This design comes from an exercise in tuning for small area and a short achievable clock period on the open sky130 flow, not from production work. Only simulation tests tie the RTL to the original design; equivalence was not proved. Power is estimated from default activity; no workload was simulated.

<file path="config.mk">
export PLATFORM = sky130hd
export DESIGN_NAME = spool_queue
export DESIGN_NICKNAME = spool_queue
export VERILOG_FILES = /design/flow/design.v
export SDC_FILE = /design/flow/constraint.sdc
export NUM_CORES = 4
export LEC_CHECK = 0
export CAP_MARGIN = 20
export CORE_MARGIN = 2
export CORE_UTILIZATION = 40
export CTS_BUF_LIST = sky130_fd_sc_hd__clkbuf_8
export CTS_CLUSTER_DIAMETER = 80
export CTS_CLUSTER_SIZE = 14
export SLEW_MARGIN = 20
export SYNTH_HIERARCHICAL = 1
</file>
<file path="constraint.sdc">
create_clock -name core_clock -period 30.0 [get_ports {clk}]
set_input_delay 6.0000 -clock core_clock [delete_from_list [all_inputs] [get_ports {clk}]]
set_output_delay 6.0000 -clock core_clock [all_outputs]
set_load 0.01 [all_outputs]
</file>
<file path="design.v">
module spool_queue (
    input  wire        clk,
    input  wire        rst,          
    input  wire        wr_valid,
    input  wire [63:0] wr_data,
    input  wire        wr_end,       
    output wire        wr_ready,
    input  wire        rd_en,
    output reg         rd_valid,     
    output wire        rd_end,       
    output wire [63:0] rd_data,
    input  wire        op_valid,
    input  wire [1:0]  op_code,      
    input  wire [6:0]  op_k,         
    output reg         op_refused,
    output reg  [5:0]  fill,         
    output reg  [5:0]  pkts,         
    output reg  [5:0]  peak          
);
  reg         phase;
  reg  [63:0] mem_data [0:31];
  reg  [31:0] mem_end;
  reg  [4:0]  epos [0:31];
  reg  [4:0]  ptr_l, ptr_m, ptr_p, ptr_w;
  reg  [4:0]  e_l;        
  reg  [4:0]  e_m;        
  reg  [4:0]  e_w;        
  reg  [5:0]  c_lm, c_mp;
  wire is_adv = op_valid && op_code == 2'd0;
  wire is_rm  = op_valid && op_code == 2'd1;
  wire is_rel = op_valid && op_code == 2'd2;
  wire is_rr  = op_valid && op_code == 2'd3;
  wire adv_ok = is_adv && (c_mp != 6'd0);
  wire k_ok;
  wire rel_ok = is_rel && k_ok;
  wire refuse = (is_adv && c_mp == 6'd0) || (is_rel && !k_ok);
  wire       rd_take = rd_en && !op_valid && (pkts != 6'd0);
  wire [7:0] cl_hot = 8'd1 << c_lm[2:0];
  wire [4:0] ch_hot = 5'd1 << c_lm[5:3];       
  wire [2:0] kh = op_k[5:3], kl = op_k[2:0];
  wire k_lt = |(ch_hot & {kh < 3'd4, kh < 3'd3, kh < 3'd2, kh < 3'd1, 1'b0});
  wire k_eq = |(ch_hot & {kh == 3'd4, kh == 3'd3, kh == 3'd2, kh == 3'd1, kh == 3'd0});
  wire k_le = |(cl_hot & {kl <= 3'd7, kl <= 3'd6, kl <= 3'd5, kl <= 3'd4,
                          kl <= 3'd3, kl <= 3'd2, kl <= 3'd1, kl == 3'd0});
  assign k_ok = !op_k[6] && (op_k[5:0] != 6'd0) && (k_lt || (k_eq && k_le));
  spool_queue_ready u_ready (
    .op_valid(op_valid), .op_code(op_code), .op_k(op_k), .full(fill[5]),
    .ch_hot(ch_hot), .cl_hot(cl_hot), .wr_ready(wr_ready)
  );
  wire   wr_take  = wr_valid && (!fill[5] || rel_ok);
  wire   wr_mark  = wr_take && wr_end;
  wire [4:0] rel_idx = e_l + op_k[4:0] - 5'd1;
  wire [31:0] rel_sel = 32'd1 << rel_idx;
  wire [31:0] adv_sel = 32'd1 << e_m;
  wire [31:0] p_sel   = 32'd1 << ptr_p;
  wire [4:0]  rel_raw, adv_raw;
  wire        e_raw;
  wire [31:0] end_next;    
  genvar c;
  generate
    for (c = 0; c < 5; c = c + 1) begin : pos_col
      wire [31:0] col;
      genvar r;
      for (r = 0; r < 32; r = r + 1) begin : row
        assign col[r] = epos[r][c];
      end
      sq_mux32 u_rel (.sel(rel_sel), .d(col), .y(rel_raw[c]));
      sq_mux32 u_adv (.sel(adv_sel), .d(col), .y(adv_raw[c]));
    end
    for (c = 0; c < 32; c = c + 1) begin : end_rot
      assign end_next[c] = mem_end[(c + 1) % 32];
    end
  endgenerate
  sq_mux32 u_ep (.sel(p_sel), .d(end_next), .y(e_raw));
  wire [4:0] rel_pos = ~(rel_raw ^ {5{phase}});
  wire [4:0] adv_pos = ~(adv_raw ^ {5{phase}});
  wire       e_p     = ~(e_raw ^ phase);    
  wire [4:0] rel_off = rel_pos + ~ptr_l;              
  wire [5:0] c_lm_next = rel_ok ? c_lm - op_k[5:0] :
                         adv_ok ? c_lm + 6'd1 :
                         is_rr  ? 6'd0 : c_lm;
  wire [5:0] pkts_add = is_rm   ? c_mp :
                        is_rr   ? c_mp + c_lm :
                        rd_take ? {6{e_p}} : 6'd0;       
  wire [5:0] fill_rel  = rel_ok ? fill + {1'b1, ~rel_off} : fill;
  wire [5:0] fill_next = fill_rel + {5'd0, wr_take};
  wire [31:0] w_sel = {31'd0, wr_take} << ptr_w;
  wire [31:0] e_sel = {31'd0, wr_mark} << e_w;
  reg  [31:0] w_keep, e_keep;
  integer h;
  always @* begin
    for (h = 0; h < 32; h = h + 1) begin
      w_keep[h] = !w_sel[h];
      e_keep[h] = !e_sel[h];
    end
  end
  wire [63:0] wd_enc  = wr_data ^ {64{phase}};
  wire        we_enc  = wr_end ^ phase;
  wire [4:0]  wp_enc  = ptr_w ^ {5{phase}};
  genvar s;
  generate
    for (s = 0; s < 32; s = s + 1) begin : slot
      reg [63:0] q_data;
      reg        q_end;
      reg [4:0]  q_pos;
      wire [63:0] d_data;
      wire        d_end;
      wire [4:0]  d_pos;
      genvar b;
      for (b = 0; b < 64; b = b + 1) begin : bit_d
        sq_a22oi g (.a1(w_sel[s]), .a2(wd_enc[b]), .b1(w_keep[s]), .b2(q_data[b]), .y(d_data[b]));
      end
      sq_a22oi g_end (.a1(w_sel[s]), .a2(we_enc), .b1(w_keep[s]), .b2(q_end), .y(d_end));
      for (b = 0; b < 5; b = b + 1) begin : bit_p
        sq_a22oi g (.a1(e_sel[s]), .a2(wp_enc[b]), .b1(e_keep[s]), .b2(q_pos[b]), .y(d_pos[b]));
      end
      always @(posedge clk) begin
        q_data <= d_data;
        q_end  <= d_end;
        q_pos  <= d_pos;
      end
      always @* begin
        mem_data[s] = q_data;
        mem_end[s]  = q_end;
        epos[s]     = q_pos;
      end
    end
  endgenerate
  always @(posedge clk)
    phase <= !rst && !phase;
  always @(posedge clk) begin
    if (rst) begin
      ptr_l      <= 5'd0;
      ptr_m      <= 5'd0;
      ptr_p      <= 5'd0;
      ptr_w      <= 5'd1;
      e_l        <= 5'd0;
      e_m        <= 5'd0;
      e_w        <= 5'd0;
      c_lm       <= 6'd0;
      c_mp       <= 6'd0;
      pkts       <= 6'd0;
      fill       <= 6'd0;
      peak       <= 6'd0;
      rd_valid   <= 1'b0;
      op_refused <= 1'b0;
    end else begin
      op_refused <= refuse;
      rd_valid   <= rd_take;
      fill       <= fill_next;
      c_lm       <= c_lm_next;
      if (wr_take && !rel_ok && fill == peak) peak <= fill_next;    
      if (wr_take) ptr_w <= ptr_w + 5'd1;
      if (wr_mark) e_w <= e_w + 5'd1;
      if (rel_ok) begin
        ptr_l <= rel_pos;
        e_l   <= e_l + op_k[4:0];
      end else if (adv_ok) begin
        ptr_m <= adv_pos;
        e_m   <= e_m + 5'd1;
        c_mp  <= c_mp - 6'd1;
      end else if (is_rm) begin
        ptr_p <= ptr_m;
        c_mp  <= 6'd0;
      end else if (is_rr) begin
        ptr_p <= ptr_l;
        ptr_m <= ptr_l;
        e_m   <= e_l;
        c_mp  <= 6'd0;
      end else if (rd_take) begin
        ptr_p <= ptr_p + 5'd1;
        c_mp  <= c_mp + {5'd0, e_p};
      end
      pkts <= pkts + pkts_add + {5'd0, wr_mark};
    end
  end
  wire [31:0] rsel = p_sel & {32{rd_valid}};
  wire [64:0] rd_word;
  generate
    for (c = 0; c < 65; c = c + 1) begin : rd_col
      wire [31:0] col;
      genvar r;
      for (r = 0; r < 32; r = r + 1) begin : row
        assign col[r] = (c == 64) ? mem_end[r] : mem_data[r][c % 64];
      end
      sq_mux32 u_rd (.sel(rsel), .d(col), .y(rd_word[c]));
    end
  endgenerate
  assign rd_end  = ~(rd_word[64] ^ (phase & rd_valid));
  assign rd_data = ~(rd_word[63:0] ^ {64{phase & rd_valid}});
endmodule
module spool_queue_ready (
    input  wire       op_valid,
    input  wire [1:0] op_code,
    input  wire [6:0] op_k,
    input  wire       full,
    input  wire [4:0] ch_hot,
    input  wire [7:0] cl_hot,
    output wire       wr_ready
);
  wire [6:0] k = op_k;
  wire f0, f1, f2, f3, f4, f5, f6;             
  sq_nor3  g_f0 (.a(k[2]), .b(k[1]), .c(k[0]), .y(f0));
  sq_nor2  g_f1 (.a(k[2]), .b(k[1]), .y(f1));
  sq_a21oi g_f2 (.a1(k[1]), .a2(k[0]), .b1(k[2]), .y(f2));
  sq_inv   g_f3 (.a(k[2]), .y(f3));
  sq_o21ai g_f4 (.a1(k[1]), .a2(k[0]), .b1(k[2]), .y(f4));
  sq_nand2 g_f5 (.a(k[2]), .b(k[1]), .y(f5));
  sq_nand3 g_f6 (.a(k[2]), .b(k[1]), .c(k[0]), .y(f6));
  wire h1, h2, h3, h4;                         
  sq_nor3  g_h1 (.a(k[5]), .b(k[4]), .c(k[3]), .y(h1));
  sq_nor2  g_h2 (.a(k[5]), .b(k[4]), .y(h2));
  sq_a21oi g_h3 (.a1(k[4]), .a2(k[3]), .b1(k[5]), .y(h3));
  sq_inv   g_h4 (.a(k[5]), .y(h4));
  wire e1, e2, e3, e4;                         
  sq_nor3b g_e1 (.a(k[5]), .b(k[4]), .c_n(k[3]), .y(e1));
  sq_nor3b g_e2 (.a(k[5]), .b(k[3]), .c_n(k[4]), .y(e2));
  sq_and3b g_e3 (.a_n(k[5]), .b(k[4]), .c(k[3]), .y(e3));
  sq_nor3b g_e4 (.a(k[4]), .b(k[3]), .c_n(k[5]), .y(e4));
  wire oc;                                     
  sq_nor2  g_oc (.a(op_code[0]), .b(k[6]), .y(oc));
  wire p0, p1, p2, p3, q0, q1, r0, r1, r2, kn0;
  sq_a22oi g_p0 (.a1(cl_hot[0]), .a2(f0), .b1(cl_hot[1]), .b2(f1), .y(p0));
  sq_a22oi g_p1 (.a1(cl_hot[2]), .a2(f2), .b1(cl_hot[3]), .b2(f3), .y(p1));
  sq_a22oi g_p2 (.a1(cl_hot[4]), .a2(f4), .b1(cl_hot[5]), .b2(f5), .y(p2));
  sq_a21oi g_p3 (.a1(cl_hot[6]), .a2(f6), .b1(cl_hot[7]), .y(p3));
  sq_a22oi g_q0 (.a1(ch_hot[1]), .a2(h1), .b1(ch_hot[2]), .b2(h2), .y(q0));
  sq_a22oi g_q1 (.a1(ch_hot[3]), .a2(h3), .b1(ch_hot[4]), .b2(h4), .y(q1));
  sq_a22oi g_r0 (.a1(ch_hot[0]), .a2(h1), .b1(ch_hot[1]), .b2(e1), .y(r0));
  sq_a22oi g_r1 (.a1(ch_hot[2]), .a2(e2), .b1(ch_hot[3]), .b2(e3), .y(r1));
  sq_nand2 g_r2 (.a(ch_hot[4]), .b(e4), .y(r2));
  sq_nand2 g_k0 (.a(f0), .b(h1), .y(kn0));     
  wire le, lt, eq, nq;
  sq_nand4 g_le (.a(p0), .b(p1), .c(p2), .d(p3), .y(le));
  sq_nand2 g_lt (.a(q0), .b(q1), .y(lt));
  sq_nand3 g_eq (.a(r0), .b(r1), .c(r2), .y(eq));
  sq_nand4 g_nq (.a(op_valid), .b(op_code[1]), .c(oc), .d(kn0), .y(nq));
  wire ncmp;
  sq_a21oi g_cmp (.a1(eq), .a2(le), .b1(lt), .y(ncmp));
  sq_o21ai g_out (.a1(nq), .a2(ncmp), .b1(full), .y(wr_ready));
endmodule
module sq_inv   (input wire a, output wire y);                  assign y = ~a;                      endmodule
module sq_nand2 (input wire a, b, output wire y);               assign y = ~(a & b);                endmodule
module sq_nand3 (input wire a, b, c, output wire y);            assign y = ~(a & b & c);            endmodule
module sq_nand4 (input wire a, b, c, d, output wire y);         assign y = ~(a & b & c & d);        endmodule
module sq_nor2  (input wire a, b, output wire y);               assign y = ~(a | b);                endmodule
module sq_nor3  (input wire a, b, c, output wire y);            assign y = ~(a | b | c);            endmodule
module sq_nor3b (input wire a, b, c_n, output wire y);          assign y = ~a & ~b & c_n;           endmodule
module sq_and3b (input wire a_n, b, c, output wire y);          assign y = ~a_n & b & c;            endmodule
module sq_a21oi (input wire a1, a2, b1, output wire y);         assign y = ~((a1 & a2) | b1);       endmodule
module sq_o21ai (input wire a1, a2, b1, output wire y);         assign y = ~((a1 | a2) & b1);       endmodule
module sq_a22oi (input wire a1, a2, b1, b2, output wire y);     assign y = ~((a1 & a2) | (b1 & b2)); endmodule
module sq_mux32 (input wire [31:0] sel, input wire [31:0] d, output wire y);
  wire [10:0] t;
  genvar i;
  generate
    for (i = 0; i < 10; i = i + 1) begin : tri3
      sq_a222oi g (.a1(sel[3*i]), .a2(d[3*i]), .b1(sel[3*i+1]), .b2(d[3*i+1]),
                   .c1(sel[3*i+2]), .c2(d[3*i+2]), .y(t[i]));
    end
  endgenerate
  sq_a22oi g10 (.a1(sel[30]), .a2(d[30]), .b1(sel[31]), .b2(d[31]), .y(t[10]));
  wire [2:0] u;
  sq_nand4 n0 (.a(t[0]), .b(t[1]), .c(t[2]), .d(t[3]), .y(u[0]));
  sq_nand4 n1 (.a(t[4]), .b(t[5]), .c(t[6]), .d(t[7]), .y(u[1]));
  sq_nand3 n2 (.a(t[8]), .b(t[9]), .c(t[10]), .y(u[2]));
  sq_nor3  o  (.a(u[0]), .b(u[1]), .c(u[2]), .y(y));
endmodule
module sq_a222oi (input wire a1, a2, b1, b2, c1, c2, output wire y); assign y = ~((a1 & a2) | (b1 & b2) | (c1 & c2)); endmodule
</file>
<file path="flow/run.sh">
#!/bin/bash
set -euo pipefail
here=$(pwd)
bash standard.sh \
  SETUP_SLACK_MARGIN=17.5 \
  "BUFFER_PORTS_ARGS=-buffer_cell sky130_fd_sc_hd__buf_2" \
  "PRE_FLOORPLAN_TCL=$here/flow/downsize.tcl" \
  finish > make.log 2>&1
</file>
<file path="flow/downsize.tcl">
# Pre-floorplan hook: the single-gate modules of the RTL (storage hold gates,
# look-up trees, the wr_ready gates) are mapped once each by synthesis, which
# picks a drive-2 cell for some of them; start them all at drive 1 and let
# the later repair steps size up what needs it.
set swaps {
  sky130_fd_sc_hd__a22oi_2 sky130_fd_sc_hd__a22oi_1
  sky130_fd_sc_hd__a21oi_2 sky130_fd_sc_hd__a21oi_1
  sky130_fd_sc_hd__nor3_2  sky130_fd_sc_hd__nor3_1
  sky130_fd_sc_hd__nor3b_2 sky130_fd_sc_hd__nor3b_1
}
set db [ord::get_db]
set n 0
foreach inst [[ord::get_db_block] getInsts] {
  set m [[$inst getMaster] getName]
  if {[dict exists $swaps $m]} {
    $inst swapMaster [$db findMaster [dict get $swaps $m]]
    incr n
  }
}
puts "downsize.tcl: $n instances set to drive 1"
</file>
<file path="standard.sh">
#!/bin/bash
# synth_recipe.tcl (not shown) runs the flow's synth.tcl, then flattens the netlist and writes it again
# the make line also repeats each setting of config.mk as NAME=value (left out here)
make -C /OpenROAD-flow-scripts/flow DESIGN_CONFIG=/design/flow/config.mk WORK_HOME=/design/flow/orfs CLKGATE_MAP_FILE= SYNTH_SCRIPT=/design/flow/synth_recipe.tcl "${@:-finish}"
</file>
==> impl_metrics.csv, run 1 <==
group,metric,value,unit
power_and_ir_drop,swShare,27.8,%
finish,total_area_of_multi_input_combinational_cells,34400,µm²
critical_path,slowest_stage_delay_on_critical_path,0.21,ns
power_and_ir_drop,p_per_area,65.4,nW/µm²
place,place.gp.congestion,0.892,
route,dr_total_vias,73500,
sta,timing.final.crit_share,43.2,%
sta,clock_skew,0.0771,ns
finish,filler_cell_count,18200,
sta,timing.setup.tns,0,ns
job,drv_cap,0,
die,start_util,40.3,%
die,die-area,203000,µm²
power_and_ir_drop,part_of_the_total_power_dissipated_in_combinational_logic,10.8,%
grt,grt_start_max_net_pins,66,
route,vias_per_cell,7.39,
critical_path,worstPathArrival,6.96,ns
sta,max_slew_margin,14.1,%
sta,unrepaired_setup_endpoints_after_global_routing,"true",
critical_path,timing_worst_setup_path_type,"in -> out",
sta,period_needed,12.96,ns
sta,tightest_slew,1.29,ns
synthesis,synth.net_count,6923,
finish,post-route-util,45.3,%
clock_network,postCtsHoldBufs,0,
power_and_ir_drop,power.net_switching,1.63,mW
route,routed_wire_length_per_instance,34.7,µm
clock_network,cts_tree,"yes",
die,design.portCount,165,
power_and_ir_drop,cellInternalPower,4.23,mW
die,fp.coreArea,198000,µm²
grt,via_count_of_the_first_global_routing_pass,71000,
critical_path,crit_path_capture_type,"output pin",
clock_network,number_of_h_tree_branching_levels,4,
hold_path,worstHoldPathType,"reg -> reg",
sta,finalSetupViolations,0,
grt,gr_ovfl_total,0,
critical_path,path_buf_inv,2,
critical_path,worst_r2r_startpoint,"e_l[0]$_SDFFE_PP0N_",
clock_network,worstSkewPairLatency,1.05,ns
clock_network,cts-root-buf,"sky130_fd_sc_hd__clkbuf_8",
sta,timing.fmax,77.1,MHz
place,place.detailed.hpwl,188000,µm
finish,proportion_of_layout_cells_with_a_drive_suffix_above_1,10.9,%
power_and_ir_drop,max-vdd-ir-drop,0.0523,mV
synthesis,ys_warn_count,9,
critical_path,cpMaxStageDelayCell,"sky130_fd_sc_hd__a22oi_1",
clock_network,clockBufferDepth,3,
place,io_buffer_count,164,
sta,final_max_slew_viol_count,0,
die,die_w,450,µm
critical_path,crit_required,24.00,ns
synthesis,synth_cells,6782,
finish,seqCellArea,46200,µm²
clock_network,number_of_cts_inserted_buffers,186,
hold_path,hold_path_startpoint,"slot[0].q_data[46]$_DFF_P_",
grt,grt_pass1_wl,490000,µm
grt,global_route.usage.total,32.0,%
outcome,run_status,"timing/DRC/antenna clean",
critical_path,timing.critical_path.fanout_max,8,
route,routed_wirelength,344000,µm
sta,finalHoldViolations,0,
critical_path,startpoint_type,"input pin",
route,detailedRoute.firstPassIterationCount,12,
grt,grt_antenna_before_repair,9,
power_and_ir_drop,pwr-share-clk,27.7,%
clock_network,clock_sinks,2308,
power_and_ir_drop,power_leakage,31.5,nW
power_and_ir_drop,power.sequential.fraction,61.4,%
die,core.rowCount,163,
route,drt.antenna.violating_nets,0,
critical_path,timing.critical_path.cells,"buf_12 -> a21oi_1 -> a22oi_1 -> nand4_1 -> a21oi_2 -> o21ai_2 -> buf_2",
route,drt_first_iter_violations,15300,
critical_path,critical_path.top_delay_family,"compound AO/OA/AOI/OAI gates",
route,drc_errors,0,
die,die_h,450,µm
clock_network,path_clk_slew,0.08,ns
critical_path,cp-startpoint,"op_k[0]",
finish,nets,7408,
[final cells by class]
class | count | area share [%]
tap | 2640 | 3.69
antenna | 2 | 0.00559
clock inverter | 26 | 0.347
sequential | 2308 | 51.6
clock buffer | 188 | 2.89
inverter | 47 | 0.200
multi-input combinational | 4350 | 38.4
timing repair buffer | 374 | 2.87
[cell usage in the layout, fill, tap and decap left out, types with 12 or more instances in the layout]
cell,n
sky130_fd_sc_hd__nor2_4,61
sky130_fd_sc_hd__xnor2_1,38
sky130_fd_sc_hd__nor2_1,184
sky130_fd_sc_hd__xor2_2,62
sky130_fd_sc_hd__clkbuf_8,188
sky130_fd_sc_hd__mux2i_1,21
sky130_fd_sc_hd__a22oi_1,2322
sky130_fd_sc_hd__and3_1,12
sky130_fd_sc_hd__a21oi_1,54
sky130_fd_sc_hd__nand2b_1,21
sky130_fd_sc_hd__inv_1,46
sky130_fd_sc_hd__a211oi_1,22
sky130_fd_sc_hd__nor2b_1,13
sky130_fd_sc_hd__nand4_1,162
sky130_fd_sc_hd__ha_1,55
sky130_fd_sc_hd__nor3_1,93
sky130_fd_sc_hd__nand2_1,81
sky130_fd_sc_hd__buf_2,158
sky130_fd_sc_hd__dfxtp_1,2307
sky130_fd_sc_hd__a222oi_1,761
sky130_fd_sc_hd__o21ai_0,20
sky130_fd_sc_hd__xor2_1,88
sky130_fd_sc_hd__buf_4,205
sky130_fd_sc_hd__nand2_4,29
sky130_fd_sc_hd__nand3_1,96
[power by group through the flow]
| stage | Sequential, mW | Clock (mW) | Combinational [mW] |
|---|---|---|---|
| after floorplan | 3.61 | 0 | 0.394 |
| after global placement | 3.64 | 0 | 0.596 |
| after detailed placement | 3.66 | 0 | 0.619 |
| after CTS | 3.59 | 1.64 | 0.621 |
| after global routing | 3.63 | 1.75 | 0.683 |
| final | 3.60 | 1.63 | 0.634 |
[through the flow]
stage | std cells | cell area [µm²] | power [mW] | worst slack (ns) | hold slack, ns
5_1_grt | 9935 | 89500 | 6.07 | 17.00 | 0.448
3_3_place_gp | 9706 | 86300 | 4.24 | 16.85 | 0.422
2_1_floorplan | 6782 | 79700 | 4.00 | 17.42 | 0.413
3_5_place_dp | 9707 | 86300 | 4.28 | 16.92 | 0.428
4_1_cts | 9921 | 89300 | 5.85 | 17.06 | 0.441
6_report | 9935 | 89500 | 5.86 | 17.04 | 0.438
[metal layers]
metal / vias up / global-route usage, % / routed length [µm]
li1: 29900 / - / -
met1: 36600 / 41.5 / 130000
met2: 5744 / 48.6 / 149000
met3: 1154 / 8.47 / 44500
met4: 4 / 17.2 / 20200
met5: - / 0.213 / 70
[worst reg2reg max path, cell delays in order, from the launching register on]
cell and delay (ns):
sky130_fd_sc_hd__dfxtp_1 0.38, sky130_fd_sc_hd__ha_1 0.19, sky130_fd_sc_hd__inv_1 0.06, sky130_fd_sc_hd__fa_1 0.70
sky130_fd_sc_hd__nand2b_1 0.14, sky130_fd_sc_hd__nor3_1 0.41, sky130_fd_sc_hd__nand2b_1 0.23, sky130_fd_sc_hd__nand2b_1 0.28
sky130_fd_sc_hd__nor2_1 0.17, sky130_fd_sc_hd__a222oi_1 0.43, sky130_fd_sc_hd__nand4_1 0.21, sky130_fd_sc_hd__nor3_1 0.51
sky130_fd_sc_hd__xnor2_1 0.22, sky130_fd_sc_hd__ha_1 0.22, sky130_fd_sc_hd__inv_1 0.06, sky130_fd_sc_hd__fa_1 0.48
sky130_fd_sc_hd__fa_1 0.50, sky130_fd_sc_hd__mux2_2 0.28, sky130_fd_sc_hd__ha_1 0.25, sky130_fd_sc_hd__a31o_2 0.22
sky130_fd_sc_hd__a21oi_1 0.18, sky130_fd_sc_hd__a2111oi_0 0.10, sky130_fd_sc_hd__a31o_2 0.25
[state kept, by name, indices dropped and copies added (netlist names)]
| signal | count |
|---|---|
| ptr_l | 5 |
| ptr_p | 5 |
| c_mp | 6 |
| e_w | 5 |
| op_refused | 1 |
| slot.q_pos | 160 |
| ptr_w | 5 |
| phase | 1 |
| fill | 6 |
| e_l | 5 |
| slot.q_data | 2048 |
| ptr_m | 5 |
| pkts | 6 |
| e_m | 5 |
| c_lm | 6 |
| peak | 6 |
| slot.q_end | 32 |
| rd_valid | 1 |
[worst paths after layout]
path / endpoint / slack, ns / cells past startpoint
setup / recovery: wr_ready / 17.04 / 7
hold / removal: slot[0].q_data[46]$_DFF_P_ / 0.44 / 1
setup reg to reg: peak[4]$_SDFFE_PP0P_ / 23.45 / 22
hold reg to reg: slot[0].q_data[46]$_DFF_P_ / 0.44 / 1
[timing repair]
action                     in CTS  in global routing
pin swaps                       4                 11
resized for setup              16                 19
setup endpoints to repair       1                  1
setup buffers                   0                  9
gates cloned                    0                  2
==> run 2, diff against run 1 <==
--- a/design.v
+++ b/design.v
@@ -7,7 +7,7 @@
     output wire        wr_ready,
     input  wire        rd_en,
     output reg         rd_valid,     
-    output wire        rd_end,       
+    output reg         rd_end,       
     output wire [63:0] rd_data,
     input  wire        op_valid,
     input  wire [1:0]  op_code,      
@@ -143,10 +143,12 @@
       fill       <= 6'd0;
       peak       <= 6'd0;
       rd_valid   <= 1'b0;
+      rd_end     <= 1'b0;
       op_refused <= 1'b0;
     end else begin
       op_refused <= refuse;
       rd_valid   <= rd_take;
+      rd_end     <= rd_take && e_p;
       fill       <= fill_next;
       c_lm       <= c_lm_next;
       if (wr_take && !rel_ok && fill == peak) peak <= fill_next;    
@@ -175,18 +177,17 @@
     end
   end
   wire [31:0] rsel = p_sel & {32{rd_valid}};
-  wire [64:0] rd_word;
-  generate
-    for (c = 0; c < 65; c = c + 1) begin : rd_col
+  wire [63:0] rd_word;
+  generate
+    for (c = 0; c < 64; c = c + 1) begin : rd_col
       wire [31:0] col;
       genvar r;
       for (r = 0; r < 32; r = r + 1) begin : row
-        assign col[r] = (c == 64) ? mem_end[r] : mem_data[r][c % 64];
+        assign col[r] = mem_data[r][c];
       end
       sq_mux32 u_rd (.sel(rsel), .d(col), .y(rd_word[c]));
     end
   endgenerate
-  assign rd_end  = ~(rd_word[64] ^ (phase & rd_valid));
   assign rd_data = ~(rd_word[63:0] ^ {64{phase & rd_valid}});
 endmodule
 module spool_queue_ready (
==> flow/run.sh (replaced) <==
#!/bin/bash
set -euo pipefail
here=$(pwd)
bash standard.sh \
  SETUP_SLACK_MARGIN=17.5 \
  "BUFFER_PORTS_ARGS=-buffer_cell sky130_fd_sc_hd__buf_1" \
  "PRE_FLOORPLAN_TCL=$here/flow/downsize.tcl" \
  finish > make.log 2>&1
==> impl_metrics.csv, run 2 <==
group,metric,value,unit
grt,grt_pass1_wl,487000,µm
sta,clock_skew,0.0908,ns
finish,finalNonFillerCells,9949,
synthesis,synth_cells,6783,
critical_path,timing_worst_setup_path_type,"in -> out",
finish,filler_cell_count,18300,
sta,timing.final.crit_share,43.2,%
die,start_util,40.3,%
die,core.rowCount,163,
finish,layout.cell_area.non_filler,89100,µm²
finish,largest_registers,"slot.q_data (2048), slot.q_pos (160), slot.q_end (32)",
die,design.portCount,165,
grt,global_route.usage.total,31.9,%
sta,timing.setup.tns,0,ns
finish,final_common_cell,"sky130_fd_sc_hd__a22oi_1",
hold_path,hold_path_startpoint,"slot[11].q_data[13]$_DFF_P_",
critical_path,timing.critical_path.fanout_max,12,
outcome,run_status,"timing/DRC/antenna clean",
critical_path,worstPathArrival,6.95,ns
critical_path,slowest_stage_delay_on_critical_path,0.19,ns
finish,largest_register_ff_count,2048,
clock_network,clock_sinks,2309,
grt,gr_ovfl_total,0,
place,dpl-instance-area,86200,µm²
power_and_ir_drop,max-vdd-ir-drop,0.0449,mV
hold_path,worstHoldPathType,"reg -> reg",
sta,timing.fmax,77.2,MHz
sta,final_max_slew_viol_count,0,
finish,nets,7417,
clock_network,cts-root-buf,"sky130_fd_sc_hd__clkbuf_8",
die,fp.coreArea,197000,µm²
sta,unrepaired_setup_endpoints_after_global_routing,"true",
route,vias_per_cell,7.40,
grt,grt_start_max_net_pins,66,
die,die_h,450,µm
critical_path,crit_path_capture_type,"output pin",
grt,grt_antenna_before_repair,13,
place,io_buffer_count,164,
clock_network,number_of_cts_inserted_buffers,185,
synthesis,ys_warn_count,9,
power_and_ir_drop,power_leakage,30.9,nW
die,die_w,450,µm
route,drc_errors,0,
route,drt_first_iter_violations,14600,
route,detailedRoute.firstPassIterationCount,13,
route,top_layer,"met5",
finish,proportion_of_layout_cells_with_a_drive_suffix_above_1,8.78,%
critical_path,worst_r2r_startpoint,"e_l[0]$_SDFFE_PP0N_",
job,drv_cap,0,
clock_network,worstSkewPairLatency,1.02,ns
clock_network,clockBufferDepth,3,
sta,finalHoldViolations,0,
finish,layout_common_cells,"sky130_fd_sc_hd__a22oi_1 (2,322), sky130_fd_sc_hd__dfxtp_1 (2,308), sky130_fd_sc_hd__a222oi_1 (751)",
sta,max_slew_margin,14.2,%
place,place.detailed.hpwl,190000,µm
sta,period_needed,12.95,ns
place,placed_cells,9728,
route,routed_wirelength,344000,µm
critical_path,crit_required,24.00,ns
clock_network,path_clk_slew,0.06,ns
route,drt.antenna.violating_nets,0,
synthesis,synth.net_count,6924,
route,dr_total_vias,73600,
sta,finalSetupViolations,0,
critical_path,cp-startpoint,"op_k[2]",
finish,top_register,"slot.q_data",
route,wl_met2,149000,µm
clock_network,cts_tree,"yes",
critical_path,critical_path.top_delay_family,"compound AO/OA/AOI/OAI gates",
grt,via_count_of_the_first_global_routing_pass,70100,
critical_path,path_buf_inv,2,
finish,post-route-util,45.2,%
place,place.gp.congestion,0.894,
route,wire_length_the_detailed_router_placed_on_met1,129000,µm
clock_network,number_of_h_tree_branching_levels,4,
sta,worst_hold_slack,0.438,ns
critical_path,startpoint_type,"input pin",
power_and_ir_drop,p_per_area,65.2,nW/µm²
die,die-area,202000,µm²
route,routed_wire_length_per_instance,34.6,µm
route,met3WireLength,46900,µm
critical_path,timing.critical_path.cells,"buf_12 -> o21ai_1 -> a22oi_1 -> nand4_1 -> a21oi_2 -> o21ai_2 -> buf_2",
sta,tightest_slew,1.28,ns
critical_path,cpMaxStageDelayCell,"sky130_fd_sc_hd__a21oi_2",
==> run 2: routing by layer <==
metal	GRT usage [%]	vias up
li1	-	29900
met1	41.0	36500
met2	48.6	5882
met3	9.20	1245
met4	16.7	10
met5	0.142	-
==> run 2: repair_timing <==
action                     4_1_cts  5_1_grt
pin swaps                        5        6
gates resized for setup         28       11
hold buffers                     0        0
hold endpoints to repair         0        0
setup buffers                    0        1
setup endpoints to repair        1        1
==> run 2: worst paths after layout <==
check | to | slack (ns) | cells after the start
hold / removal | slot[11].q_data[13]$_DFF_P_ | 0.44 | 1
setup reg to reg | peak[4]$_SDFFE_PP0P_ | 23.45 | 24
setup / recovery | wr_ready | 17.05 | 7
hold reg to reg | slot[11].q_data[13]$_DFF_P_ | 0.44 | 1
==> run 2: layout make-up <==
cell class,count,area [µm²],share of cell area (%)
antenna,8,20.0,0.0225
clock buffer,189,2600,2.92
clock inverter,23,213,0.239
inverter,44,168,0.188
multi-input combinational,4356,34200,38.4
sequential,2309,46200,51.9
tap,2640,3300,3.71
timing repair buffer,380,2390,2.68
==> run 2: report_power, final <==
group | switching (mW) | internal [mW]
clock | 1.03 | 0.581
sequential | 0.192 | 3.41
combinational | 0.387 | 0.222
total | 1.60 | 4.21
==> run 2: stage by stage <==
stage | setup WS (ns) | power, mW
floorplan | 17.42 | 3.99
global placement | 16.52 | 4.21
detailed placement | 16.59 | 4.25
CTS | 17.03 | 5.80
global route | 17.01 | 6.01
finish | 17.05 | 5.81
==> run 3, diff against run 2 <==
--- a/design.v
+++ b/design.v
@@ -50,10 +50,10 @@
   wire   wr_take  = wr_valid && (!fill[5] || rel_ok);
   wire   wr_mark  = wr_take && wr_end;
   wire [4:0] rel_idx = e_l + op_k[4:0] - 5'd1;
-  wire [31:0] rel_sel = 32'd1 << rel_idx;
-  wire [31:0] adv_sel = 32'd1 << e_m;
+  wire [4:0] pos_idx = op_code[1] ? rel_idx : e_m;
+  wire [31:0] pos_sel = 32'd1 << pos_idx;
   wire [31:0] p_sel   = 32'd1 << ptr_p;
-  wire [4:0]  rel_raw, adv_raw;
+  wire [4:0]  pos_raw;
   wire        e_raw;
   wire [31:0] end_next;    
   genvar c;
@@ -64,16 +64,16 @@
       for (r = 0; r < 32; r = r + 1) begin : row
         assign col[r] = epos[r][c];
       end
-      sq_mux32 u_rel (.sel(rel_sel), .d(col), .y(rel_raw[c]));
-      sq_mux32 u_adv (.sel(adv_sel), .d(col), .y(adv_raw[c]));
+      sq_mux32 u_pos (.sel(pos_sel), .d(col), .y(pos_raw[c]));
     end
     for (c = 0; c < 32; c = c + 1) begin : end_rot
       assign end_next[c] = mem_end[(c + 1) % 32];
     end
   endgenerate
   sq_mux32 u_ep (.sel(p_sel), .d(end_next), .y(e_raw));
-  wire [4:0] rel_pos = ~(rel_raw ^ {5{phase}});
-  wire [4:0] adv_pos = ~(adv_raw ^ {5{phase}});
+  wire [4:0] pos     = ~(pos_raw ^ {5{phase}});
+  wire [4:0] rel_pos = pos;    
+  wire [4:0] adv_pos = pos;    
   wire       e_p     = ~(e_raw ^ phase);    
   wire [4:0] rel_off = rel_pos + ~ptr_l;              
   wire [5:0] c_lm_next = rel_ok ? c_lm - op_k[5:0] :
--- a/config.mk
+++ b/config.mk
@@ -7,9 +7,9 @@
 export LEC_CHECK = 0
 export CAP_MARGIN = 20
 export CORE_MARGIN = 2
-export CORE_UTILIZATION = 40
+export CORE_UTILIZATION = 70
 export CTS_BUF_LIST = sky130_fd_sc_hd__clkbuf_8
 export CTS_CLUSTER_DIAMETER = 80
-export CTS_CLUSTER_SIZE = 14
+export CTS_CLUSTER_SIZE = 16
 export SLEW_MARGIN = 20
 export SYNTH_HIERARCHICAL = 1
==> impl_metrics.csv, run 3 <==
group,metric,value,unit
route,routed_wirelength,309000,µm
clock_network,path_clk_slew,0.09,ns
power_and_ir_drop,p_per_area,64.2,nW/µm²
finish,largest_registers,"slot.q_data (2048), slot.q_pos (160), slot.q_end (32)",
route,wl_met2,125000,µm
critical_path,crit_required,24.00,ns
place,dpl-instance-area,83700,µm²
critical_path,timing.critical_path.fanout_max,14,
route,detailedRoute.firstPassIterationCount,17,
sta,finalSetupViolations,0,
critical_path,worstPathArrival,6.93,ns
synthesis,ys_warn_count,9,
critical_path,slowest_stage_delay_on_critical_path,0.22,ns
critical_path,rrSetupSlack,23.34,ns
route,drt_first_iter_violations,17100,
finish,final_common_cell,"sky130_fd_sc_hd__a22oi_1",
place,io_buffer_count,164,
job,drv_cap,0,
route,vias_per_cell,8.59,
sta,unrepaired_setup_endpoints_after_global_routing,"true",
grt,gr_ovfl_total,0,
clock_network,clockBufferDepth,3,
clock_network,cts_tree,"yes",
clock_network,cts-root-buf,"sky130_fd_sc_hd__clkbuf_8",
finish,nets,7249,
critical_path,timing.critical_path.cells,"buf_12 -> a21oi_1 -> a22oi_1 -> nand4_1 -> a21oi_2 -> o21ai_2 -> buf_2",
sta,max_slew_margin,11.6,%
place,placement.setup.worst_slack,16.62,ns
die,design.portCount,165,
critical_path,cpMaxStageDelayCell,"sky130_fd_sc_hd__a22oi_1",
hold_path,min_path_cells,1,
critical_path,crit_path_capture_type,"output pin",
clock_network,number_of_h_tree_branching_levels,4,
clock_network,number_of_cts_inserted_buffers,162,
die,fp.coreArea,112000,µm²
route,met3WireLength,56200,µm
critical_path,startpoint_type,"input pin",
sta,clock_skew,0.0479,ns
route,wire_length_the_detailed_router_placed_on_met1,104000,µm
place,place.detailed.hpwl,160000,µm
route,routed_wire_length_per_instance,35.8,µm
sta,final_max_slew_viol_count,0,
finish,largest_register_ff_count,2048,
synthesis,synth_cells,6673,
route,top_layer,"met5",
die,die_w,340,µm
finish,proportion_of_layout_cells_with_a_drive_suffix_above_1,8.11,%
sta,finalHoldViolations,0,
place,place.gp.congestion,0.928,
clock_network,worstSkewPairLatency,0.94,ns
sta,tightest_slew,1.33,ns
route,drc_errors,0,
sta,worst_slack,17.07,ns
die,die-area,115000,µm²
sta,timing.setup.tns,0,ns
sta,timing.fmax,77.3,MHz
outcome,run_status,"timing/DRC/antenna clean",
hold_path,worstHoldPathType,"reg -> reg",
sta,period_needed,12.93,ns
power_and_ir_drop,post-layout-total-power,5.54,mW
finish,layout.cell_area.non_filler,86300,µm²
die,die_h,340,µm
grt,grt_pass1_wl,445000,µm
grt,via_count_of_the_first_global_routing_pass,70400,
grt,global_route.usage.total,50.6,%
finish,top_register,"slot.q_data",
route,drt.antenna.violating_nets,0,
sta,timing.final.crit_share,43.1,%
power_and_ir_drop,max-vdd-ir-drop,0.0585,mV
die,start_util,70.3,%
synthesis,synth.net_count,6808,
grt,grt_start_max_net_pins,72,
clock_network,clock_sinks,2309,
critical_path,ff2ff_path_depth,24,
finish,layout_common_cells,"sky130_fd_sc_hd__a22oi_1 (2,318), sky130_fd_sc_hd__dfxtp_1 (2,308), sky130_fd_sc_hd__a222oi_1 (700)",
clock_network,cts_post_setup_buffers_inserted,0,
route,dr_total_vias,74200,
grt,grt_antenna_before_repair,10,
power_and_ir_drop,power_leakage,29.8,nW
finish,post-route-util,76.9,%
die,core.rowCount,123,
critical_path,timing_worst_setup_path_type,"in -> out",
-- run 3: routing by layer --
metal  global-route usage (%)  vias to the layer above
li1                         -                    29200
met5                     1.06                        -
met3                     21.7                     1905
met4                     31.7                        8
met2                     72.2                     7593
met1                     63.0                    35400
-- run 3: power by group --
group	internal [mW]	switching, mW
combinational	0.201	0.355
clock	0.502	0.960
sequential	3.35	0.167
-- run 3: worst max-delay path, delay by kind of cell --
family                 cells  cell delay, ns
AO/OA/AOI/OAI              4            0.52
AND/OR/NAND/NOR            1            0.15
buffers and inverters      2            0.27
-- run 3: timing repair --
item / CTS / global route
pin swaps: 4 / 5
hold endpoints to repair: 0 / 0
setup endpoints to repair: 1 / 1
gates resized for setup: 23 / 6
hold buffers: 0 / 0
-- run 3: through the flow --
step	std cells	hold WS, ns
after floorplan	6673	0.413
after global placement	8446	0.422
after detailed placement	8447	0.428
after CTS	8621	0.442
after global routing	8625	0.449
final	8634	0.440
-- run 3: worst paths after layout --
kind	endpoint	from
setup / recovery	wr_ready	op_k[1]
setup reg to reg	fill[5]$_SDFF_PP0_	e_l[0]$_SDFFE_PP0N_
hold reg to reg	slot[5].q_data[28]$_DFF_P_	slot[5].q_data[28]$_DFF_P_
hold / removal	slot[5].q_data[28]$_DFF_P_	slot[5].q_data[28]$_DFF_P_
-- run 3: area by class of cell --
type	instances	area, µm²
Clock inverter	7	50.0
Multi-Input combinational cell	4236	33300
Fill cell	7503	25900
Sequential cell	2309	46200
Antenna cell	10	25.0
Timing Repair Buffer	354	2200
Inverter	51	229
Tap cell	1500	1880
Clock buffer	167	2300
==> run 4, diff against run 3 <==
--- a/config.mk
+++ b/config.mk
@@ -7,7 +7,7 @@
 export LEC_CHECK = 0
 export CAP_MARGIN = 20
 export CORE_MARGIN = 2
-export CORE_UTILIZATION = 70
+export CORE_UTILIZATION = 55
 export CTS_BUF_LIST = sky130_fd_sc_hd__clkbuf_8
 export CTS_CLUSTER_DIAMETER = 80
 export CTS_CLUSTER_SIZE = 16
==> impl_metrics.csv, run 4 <==
group,metric,value,unit
finish,proportion_of_layout_cells_with_a_drive_suffix_above_1,8.54,%
power_and_ir_drop,p_per_area,64.0,nW/µm²
critical_path,startpoint_type,"input pin",
route,routed_wirelength,335000,µm
clock_network,number_of_h_tree_branching_levels,4,
finish,seqCellArea,46200,µm²
sta,unrepaired_setup_endpoints_after_global_routing,"true",
power_and_ir_drop,post-layout-total-power,5.57,mW
sta,final_max_slew_viol_count,0,
sta,finalSetupViolations,0,
sta,clock_skew,0.0341,ns
critical_path,crit_path_capture_type,"output pin",
finish,total_area_of_multi_input_combinational_cells,33400,µm²
clock_network,path_clk_slew,0.09,ns
grt,grt_start_max_net_pins,72,
clock_network,worstSkewPairLatency,0.95,ns
die,start_util,55.6,%
clock_network,cts_tree,"yes",
grt,grt_antenna_before_repair,3,
clock_network,postCtsHoldBufs,0,
die,die_h,383,µm
hold_path,hold_path_startpoint,"slot[10].q_data[53]$_DFF_P_",
sta,timing.setup.tns,0,ns
route,detailedRoute.firstPassIterationCount,14,
grt,grt_pass1_wl,473000,µm
route,routed_wire_length_per_instance,37.0,µm
critical_path,worstPathArrival,6.96,ns
finish,nets,7279,
place,place.gp.congestion,0.893,
die,design.portCount,165,
sta,timing.fmax,77.2,MHz
synthesis,synth_cells,6673,
sta,tightest_slew,1.34,ns
clock_network,clock_sinks,2309,
grt,gr_ovfl_total,0,
critical_path,timing.critical_path.fanout_max,11,
place,place.detailed.hpwl,175000,µm
die,fp.coreArea,142000,µm²
critical_path,cp-startpoint,"op_k[3]",
sta,finalHoldViolations,0,
critical_path,crit_required,24.00,ns
power_and_ir_drop,max-vdd-ir-drop,0.0506,mV
finish,filler_cell_count,11800,
finish,largest_registers,"slot.q_data (2048), slot.q_pos (160), slot.q_end (32)",
clock_network,number_of_cts_inserted_buffers,163,
grt,global_route.usage.total,43.5,%
route,drc_errors,0,
route,drt_first_iter_violations,14400,
sta,max_slew_margin,10.6,%
job,drv_cap,0,
sta,timing.final.crit_share,43.2,%
clock_network,cts-root-buf,"sky130_fd_sc_hd__clkbuf_8",
grt,via_count_of_the_first_global_routing_pass,68000,
sta,period_needed,12.96,ns
synthesis,ys_warn_count,9,
critical_path,timing_worst_setup_path_type,"in -> out",
finish,final_common_cell,"sky130_fd_sc_hd__a22oi_1",
synthesis,synth.net_count,6808,
place,io_buffer_count,164,
route,dr_total_vias,72700,
die,die-area,147000,µm²
route,drt.antenna.violating_nets,0,
die,core.rowCount,138,
finish,largest_register_ff_count,2048,
critical_path,worst_r2r_startpoint,"e_l[0]$_SDFFE_PP0N_",
finish,top_register,"slot.q_data",
die,die_w,383,µm
clock_network,clockBufferDepth,3,
finish,layout_common_cells,"sky130_fd_sc_hd__a22oi_1 (2,318), sky130_fd_sc_hd__dfxtp_1 (2,308), sky130_fd_sc_hd__a222oi_1 (700)",
power_and_ir_drop,power_leakage,30.0,nW
hold_path,worstHoldPathType,"reg -> reg",
route,vias_per_cell,8.03,
outcome,run_status,"timing/DRC/antenna clean",
## run 4: final timing paths
check | endpoint | slack (ns) | cells after the start
max reg2reg | fill[5]$_SDFF_PP0_ | 23.50 | 24
min | slot[10].q_data[53]$_DFF_P_ | 0.44 | 1
min reg2reg | slot[10].q_data[53]$_DFF_P_ | 0.44 | 1
max | wr_ready | 17.04 | 7
## run 4: power breakdown
group	internal, mW	total (mW)	switching, mW
registers	3.35	3.51	0.160
logic	0.203	0.563	0.360
clock network	0.504	1.49	0.988
total	4.06	5.57	1.51
## run 4: worst max-delay path, cell delays in order
cell and delay [ns]:
sky130_fd_sc_hd__buf_12 0.12, sky130_fd_sc_hd__nor3b_2 0.17, sky130_fd_sc_hd__a22oi_1 0.17, sky130_fd_sc_hd__nand3_1 0.12, sky130_fd_sc_hd__a21oi_2 0.15, sky130_fd_sc_hd__o21ai_2 0.07, sky130_fd_sc_hd__buf_2 0.15
## run 4: final cells by class
cell class / instances / share of cell area [%]
Sequential cell: 2309 / 53.1
Multi-Input combinational cell: 4236 / 38.4
Timing Repair Buffer: 383 / 2.81
Tap cell: 1890 / 2.72
Clock buffer: 167 / 2.64
Inverter: 51 / 0.251
Clock inverter: 10 / 0.0862
Antenna cell: 5 / 0.0144
## run 4: per-layer routing
| layer | up-vias | share of wire, % | global-route usage (%) |
|---|---|---|---|
| met2 | 6151 | 42 | 63.3 |
| met4 | 4 | 5.7 | 23.0 |
| li1 | 29300 | - | - |
| met1 | 35900 | 37 | 57.4 |
| met5 | - | 0.0078 | 0 |
| met3 | 1318 | 15 | 13.9 |
## run 4: what timing repair did
action,4_1_cts,5_1_grt
pin swaps,2,7
endpoints found under the setup margin,1,1
gates resized for setup,22,17
gates cloned,0,1
setup buffers,0,9
## run 4: metrics by stage
stage	setup slack [ns]	utilization [%]	hold slack (ns)	instance area, µm²	instances
2_1_floorplan	17.42	-	0.413	78900	6673
6_report	17.04	61.4	0.439	87100	9051
4_1_cts	17.07	61.2	0.443	86900	9034
3_3_place_gp	16.58	59.5	0.422	84400	8855
3_5_place_dp	16.63	59.5	0.428	84400	8857
5_1_grt	17.02	61.3	0.446	87100	9047
==> run 5, diff against run 4 <==
--- a/config.mk
+++ b/config.mk
@@ -7,9 +7,9 @@
 export LEC_CHECK = 0
 export CAP_MARGIN = 20
 export CORE_MARGIN = 2
-export CORE_UTILIZATION = 55
+export CORE_UTILIZATION = 40
 export CTS_BUF_LIST = sky130_fd_sc_hd__clkbuf_8
 export CTS_CLUSTER_DIAMETER = 80
-export CTS_CLUSTER_SIZE = 16
+export CTS_CLUSTER_SIZE = 14
 export SLEW_MARGIN = 20
 export SYNTH_HIERARCHICAL = 1
==> impl_metrics.csv, run 5 <==
group,metric,value,unit
finish,filler_cell_count,18200,
critical_path,worst_r2r_startpoint,"e_l[0]$_SDFFE_PP0N_",
hold_path,worstHoldPathType,"reg -> reg",
finish,top_register,"slot.q_data",
route,drt.antenna.violating_nets,0,
finish,layout_common_cells,"sky130_fd_sc_hd__a22oi_1 (2,316), sky130_fd_sc_hd__dfxtp_1 (2,308), sky130_fd_sc_hd__a222oi_1 (700)",
route,dr_total_vias,72300,
critical_path,timing_worst_setup_path_type,"in -> out",
die,fp.coreArea,197000,µm²
route,detailedRoute.firstPassIterationCount,11,
sta,finalSetupViolations,0,
route,drt_first_iter_violations,13800,
synthesis,synth_cells,6673,
sta,timing.setup.tns,0,ns
finish,largest_register_ff_count,2048,
clock_network,postCtsHoldBufs,0,
hold_path,hold_path_startpoint,"slot[16].q_data[57]$_DFF_P_",
sta,max_slew_margin,20.1,%
power_and_ir_drop,p_per_area,64.6,nW/µm²
critical_path,cpMaxStageDelayCell,"sky130_fd_sc_hd__a22oi_1",
critical_path,worstPathArrival,6.92,ns
finish,final_common_cell,"sky130_fd_sc_hd__a22oi_1",
sta,unrepaired_setup_endpoints_after_global_routing,"true",
place,place.gp.congestion,0.859,
critical_path,slowest_stage_delay_on_critical_path,0.16,ns
power_and_ir_drop,max-vdd-ir-drop,0.0496,mV
finish,nets,7304,
route,routed_wirelength,339000,µm
critical_path,critical_path.top_delay_family,"compound AO/OA/AOI/OAI gates",
clock_network,clockBufferDepth,3,
clock_network,cts_tree,"yes",
power_and_ir_drop,power_leakage,30.3,nW
route,routed_wire_length_per_instance,34.5,µm
critical_path,crit_path_capture_type,"output pin",
critical_path,cp-startpoint,"op_k[3]",
sta,timing.fmax,77.4,MHz
synthesis,synth.net_count,6808,
critical_path,rrSetupSlack,23.36,ns
grt,gr_ovfl_total,0,
critical_path,startpoint_type,"input pin",
die,die-area,201000,µm²
critical_path,crit_required,24.00,ns
die,core.rowCount,163,
job,drv_cap,0,
die,die_w,448,µm
sta,period_needed,12.92,ns
grt,grt_start_max_net_pins,72,
critical_path,path_buf_inv,2,
place,placement.setup.worst_slack,16.60,ns
critical_path,timing.critical_path.fanout_max,11,
grt,global_route.usage.total,32.1,%
sta,final_max_slew_viol_count,0,
clock_network,worstSkewPairLatency,1.06,ns
clock_network,number_of_cts_inserted_buffers,186,
die,die_h,448,µm
sta,clock_skew,0.0630,ns
grt,grt_pass1_wl,482000,µm
route,vias_per_cell,7.36,
clock_network,clock_sinks,2309,
die,design.portCount,165,
clock_network,number_of_h_tree_branching_levels,4,
grt,grt_antenna_before_repair,10,
sta,worst_slack,17.08,ns
synthesis,ys_warn_count,9,
clock_network,path_clk_slew,0.08,ns
grt,via_count_of_the_first_global_routing_pass,69600,
sta,timing.final.crit_share,43.1,%
place,place.detailed.hpwl,180000,µm
sta,finalHoldViolations,0,
outcome,run_status,"timing/DRC/antenna clean",
critical_path,timing.critical_path.cells,"buf_12 -> nor3b_1 -> a22oi_1 -> nand3_1 -> a21oi_2 -> o21ai_2 -> buf_2",
place,io_buffer_count,164,
route,drc_errors,0,
finish,proportion_of_layout_cells_with_a_drive_suffix_above_1,9.05,%
die,start_util,40.1,%
clock_network,cts-root-buf,"sky130_fd_sc_hd__clkbuf_8",
finish,largest_registers,"slot.q_data (2048), slot.q_pos (160), slot.q_end (32)",
sta,tightest_slew,1.20,ns
run 5: cell types whose count changed in the layout (fill, tap and decap cells not counted), moves of 4 or more:
cell / delta
sky130_fd_sc_hd__clkbuf_8: +18
sky130_fd_sc_hd__xor2_4: -5
sky130_fd_sc_hd__clkinv_4: +4
sky130_fd_sc_hd__inv_16: +4
sky130_fd_sc_hd__xor2_2: +5
run 5: report_power, final:
| part | internal (mW) | switching (mW) | total, mW |
|---|---|---|---|
| clock | 0.584 | 1.05 | 1.64 |
| sequential | 3.35 | 0.164 | 3.52 |
| combinational | 0.203 | 0.359 | 0.562 |
run 5: layout make-up:
type,count,area [µm²],area share [%]
inverters,51,221,0.250
well taps,2640,3300,3.73
flip-flops and latches,2309,46200,52.2
diodes,2,5.00,0.00565
multi-input cells,4236,33400,37.7
repair buffers,385,2460,2.78
clock inverters,26,339,0.383
clock buffers,186,2560,2.89
run 5: what timing repair did:
action / CTS / global route
gates cloned: 0 / 2
gates resized for setup: 28 / 13
pin swaps: 7 / 7
buffers inserted: 6 / 6
endpoints found under the setup margin: 1 / 1
run 5: path summary, 6_finish.rpt:
check	to	cells after the start
worst max-delay path	wr_ready	7
worst min-delay path	slot[16].q_data[57]$_DFF_P_	1
worst max register to register	fill[5]$_SDFF_PP0_	24
worst min register to register	slot[16].q_data[57]$_DFF_P_	1
run 5: through the flow:
stage          total power [mW]  instances  instance area (µm²)  hold slack (ns)  utilization, %
6_report                   5.72       9835                88500            0.439            45.0
5_1_grt                    5.91       9835                88500            0.449            45.0
4_1_cts                    5.70       9824                88300            0.441            44.9
3_5_place_dp               4.13       9606                85300            0.428            43.4
3_3_place_gp               4.09       9603                85200            0.422            43.4
2_1_floorplan              3.89       6673                78900            0.413               -
run 5: routing by layer:
metal	wire length (µm)	GRT usage [%]	vias up
met5	38	0	-
met4	21300	17.4	4
met3	44200	8.61	1304
met2	148000	49.3	5673
met1	126000	41.2	35900
li1	-	-	29400
run 5: worst reg2reg max path: stages, from the launching register on:
cell and delay, ns:
sky130_fd_sc_hd__dfxtp_1 0.35, sky130_fd_sc_hd__ha_1 0.22, sky130_fd_sc_hd__fa_1 0.41, sky130_fd_sc_hd__a21o_1 0.18
sky130_fd_sc_hd__a21oi_1 0.16, sky130_fd_sc_hd__xnor2_1 0.19, sky130_fd_sc_hd__xnor2_1 0.17, sky130_fd_sc_hd__xnor2_1 0.14
sky130_fd_sc_hd__mux2_2 0.52, sky130_fd_sc_hd__nor3_1 0.24, sky130_fd_sc_hd__a222oi_1 0.51, sky130_fd_sc_hd__nand4_1 0.24
sky130_fd_sc_hd__nor3_1 0.44, sky130_fd_sc_hd__xnor2_1 0.24, sky130_fd_sc_hd__ha_1 0.23, sky130_fd_sc_hd__inv_1 0.05
sky130_fd_sc_hd__fa_1 0.48, sky130_fd_sc_hd__fa_1 0.44, sky130_fd_sc_hd__a21o_1 0.19, sky130_fd_sc_hd__a21oi_1 0.18
sky130_fd_sc_hd__xnor2_1 0.18, sky130_fd_sc_hd__nand3_1 0.13, sky130_fd_sc_hd__xor2_1 0.16, sky130_fd_sc_hd__mux2i_1 0.14
sky130_fd_sc_hd__mux2_2 0.35

-- what the ideal ports hide --
The results above use ideal ports. As a check the final layouts listed here were re-extracted and re-timed, cells and wires unchanged. Step 1: set_driving_cell puts a clkbuf_16 on clk and a buf_2 on each other input, an assumption about the parent block. Step 2 times the ports against the registers' clock, not the clock port: input delays grow and output delays shrink by t, the midpoint of the rising clock arrivals with the driver on. a / b / c = no drivers / after step 1 / after step 2; a / b = the first two.
run	shift t [ns]	setup WS [ns]	clock arrival spread, ns	worst data-port slew with drivers (ns)
run 1	1.093	17.037 / 16.933 / 16.933	0.088 / 0.089	0.13
run 2	1.052	17.048 / 16.986 / 16.986	0.091 / 0.091	0.13
run 3	0.989	17.069 / 17.009 / 17.009	0.052 / 0.052	0.14
run 4	1.030	17.038 / 16.991 / 16.991	0.045 / 0.045	0.11
run 5	1.085	17.084 / 17.006 / 17.006	0.112 / 0.112	0.10
After both steps setup and hold are still met in every run listed. The setup slack of run 1, which loses most, moves by -0.104 ns with the drivers and by -0.104 ns with both steps.
